Source: an optimization exercise on an open RTL-to-GDS flow (aim: small area, a short achievable clock period and few clock cycles per item). Production flows keep margins and buffers that such runs may drop. Only simulation tests tie the RTL to the original design; equivalence was not proved.

==> flow/design.v (excerpt) <==
module srgen (
    input  wire        clk,
    input  wire        rst,
    input  wire        cfg_valid,
    output wire        cfg_ready,
    input  wire [63:0] cfg_key,
    input  wire [31:0] cfg_site,
    input  wire [31:0] cfg_step,
    output reg         out_valid,
    input  wire        out_ready,
    output reg  [63:0] out_word
);
    localparam [63:0] PHI = 64'h9E37_79B9_7F4A_7C15;
    reg  [6:0]  ph;
    reg         run;         
    reg         rwd;
    reg         rpl;
    reg  [7:0]  sbyte;
    reg  [63:0] tphi;
    reg  [63:0] zin;
    reg  [63:0] mid;
    wire idle = ~|ph;
    wire start = idle & cfg_valid;
    assign cfg_ready = ph[2];
    wire adv = ~out_valid | out_ready;
    wire sync = run & ~rwd & ~rpl;    
    wire [63:0] a1 = zin ^ (zin >> 30);
    wire [63:0] na1 = ~a1;
    wire sa_1;
srgen_an2 u_sa_1 (.a(cfg_site[1]), .b(cfg_site[0]), .y(sa_1));
    wire sa_2;
srgen_an2 u_sa_2 (.a(cfg_site[3]), .b(cfg_site[2]), .y(sa_2));
    wire sa_3;
srgen_an2 u_sa_3 (.a(cfg_site[5]), .b(cfg_site[4]), .y(sa_3));
    wire sa_4;
srgen_an2 u_sa_4 (.a(cfg_site[6]), .b(cfg_site[5]), .y(sa_4));
    wire sa_5;
srgen_an2 u_sa_5 (.a(cfg_site[7]), .b(cfg_site[6]), .y(sa_5));
    wire sa_6;
srgen_an2 u_sa_6 (.a(cfg_site[8]), .b(cfg_site[7]), .y(sa_6));
    wire sa_7;
srgen_an2 u_sa_7 (.a(cfg_site[9]), .b(cfg_site[8]), .y(sa_7));
    wire sa_8 = cfg_site[11] | cfg_site[10];
    wire sa_9 = cfg_site[12] | cfg_site[11];
    wire sa_10 = cfg_site[13] | cfg_site[12];
    wire sa_11 = cfg_site[14] | cfg_site[13];
    wire sa_12;
srgen_an2 u_sa_12 (.a(cfg_site[15]), .b(cfg_site[14]), .y(sa_12));
    wire sa_13;
srgen_an2 u_sa_13 (.a(cfg_site[16]), .b(cfg_site[15]), .y(sa_13));
    wire sa_14;
srgen_an2 u_sa_14 (.a(cfg_site[18]), .b(cfg_site[17]), .y(sa_14));
    wire sa_15;
srgen_an2 u_sa_15 (.a(cfg_site[20]), .b(cfg_site[19]), .y(sa_15));
    wire sa_16;
srgen_an2 u_sa_16 (.a(cfg_site[21]), .b(cfg_site[20]), .y(sa_16));
  ...
Settings: LEC_CHECK=0, CAP_MARGIN=40, CORE_MARGIN=2, CORE_UTILIZATION=55, PLACE_DENSITY=0.72, SLEW_MARGIN=50, SYNTH_HIERARCHICAL=1, SYNTH_MINIMUM_KEEP_SIZE=0; clock period 28.0 ns.
standard.sh (not shown) runs the stock make flow with config.mk's settings and CLKGATE_MAP_FILE= SYNTH_SCRIPT=/design/flow/synth_recipe.tcl, a recipe that flattens the netlist after the stock synthesis.
==> flow/flow/run.sh <==
#!/bin/bash
# The standard layout (standard.sh) with the resizer's setup repair aiming
# for slack well above zero at the design's clock period; the SDC is the standard flow's,
# unchanged. Ports are buffered with buf_2 rather than the smallest buffer.
export SETUP_SLACK_MARGIN=21
export BUFFER_PORTS_ARGS="-buffer_cell sky130_fd_sc_hd__buf_2"
bash standard.sh > standard_flow.log 2>&1
Testbench counts at the start, summed over its fixed seeds: cycles 13,025, items 10,457.
==> next run, changes <==
==> flow/flow/run.sh (replaced) <==
#!/bin/bash
# The standard layout (standard.sh) with the resizer's setup repair aiming
# for slack well above zero at the design's clock period; the SDC is the standard flow's,
# unchanged. Ports are buffered with buf_2 rather than the smallest buffer.
export SETUP_SLACK_MARGIN=20.9
export BUFFER_PORTS_ARGS="-buffer_cell sky130_fd_sc_hd__buf_2"
bash standard.sh > standard_flow.log 2>&1
After rerunning: Area after synthesis does not change. Clock skew fell by 0.013 ns. Final area drops by 0.95%. Fmax barely changes. Utilization decreases by 0.61 points. Routed wire length goes down by 1.3%. Cell count stays flat. Register-to-register slack improved by 0.03 ns.


Starting RTL as in the previous note.
Settings: LEC_CHECK=0, CAP_MARGIN=40, CORE_MARGIN=2, CORE_UTILIZATION=55, SLEW_MARGIN=50, SYNTH_HIERARCHICAL=1, SYNTH_MINIMUM_KEEP_SIZE=0; clock period 28.0 ns.
==> flow/flow/run.sh <==
#!/bin/bash
# The standard layout (standard.sh) with the resizer's setup repair aiming
# for slack well above zero at the design's clock period; the SDC is the standard flow's,
# unchanged. Ports are buffered with buf_2 rather than the smallest buffer.
export SETUP_SLACK_MARGIN=21
export BUFFER_PORTS_ARGS="-buffer_cell sky130_fd_sc_hd__buf_2"
bash standard.sh > standard_flow.log 2>&1
The starting point finished with timing, DRC and antenna clean.
Testbench counts at the start, summed over its fixed seeds: cycles 13,025, items 10,457.
Edit:
--- a/flow/flow/run.sh
+++ b/flow/flow/run.sh
@@ -5 +5 @@
-export SETUP_SLACK_MARGIN=21
+export SETUP_SLACK_MARGIN=20.8
- PLACE_DENSITY: default -> 0.72
What happened:
- The changed run completed with no timing, DRC or antenna violations
- die area stays the same
- maximum frequency falls by 2.7%

[separate check: timing with driven ports]
No port has a modelled driver above. Below, the same layouts with a new extraction and two added sets of constraints.
Step 1: set_driving_cell puts a clkbuf_16 on clk and a buf_2 on each other input, an assumption about the parent block.
Step 2, shift: input delay + t, output delay - t, t = (earliest + latest rising clock arrival at the registers) / 2. This alone moves slack from input paths to output paths.
Slacks: no drivers / after step 1 / after step 2; pairs: no drivers / after step 1.
run	t (ns)	setup WS [ns]	latest minus earliest clock arrival (ns)	pins driven straight from the clock port
the first run of note 1	0.617	20.929 / 20.973 / 20.356	0.044 / 0.044	1
the second run of note 1	0.623	20.939 / 20.899 / 20.276	0.030 / 0.030	1
the first run of note 2	0.623	21.006 / 21.007 / 20.384	0.022 / 0.021	1
the second run of note 2	0.629	20.809 / 20.847 / 20.225	0.035 / 0.035	1
After both steps every run listed still meets setup and hold. The setup slack of the second run of note 1, which loses most, moves by -0.040 ns with the drivers and by -0.663 ns with both steps.
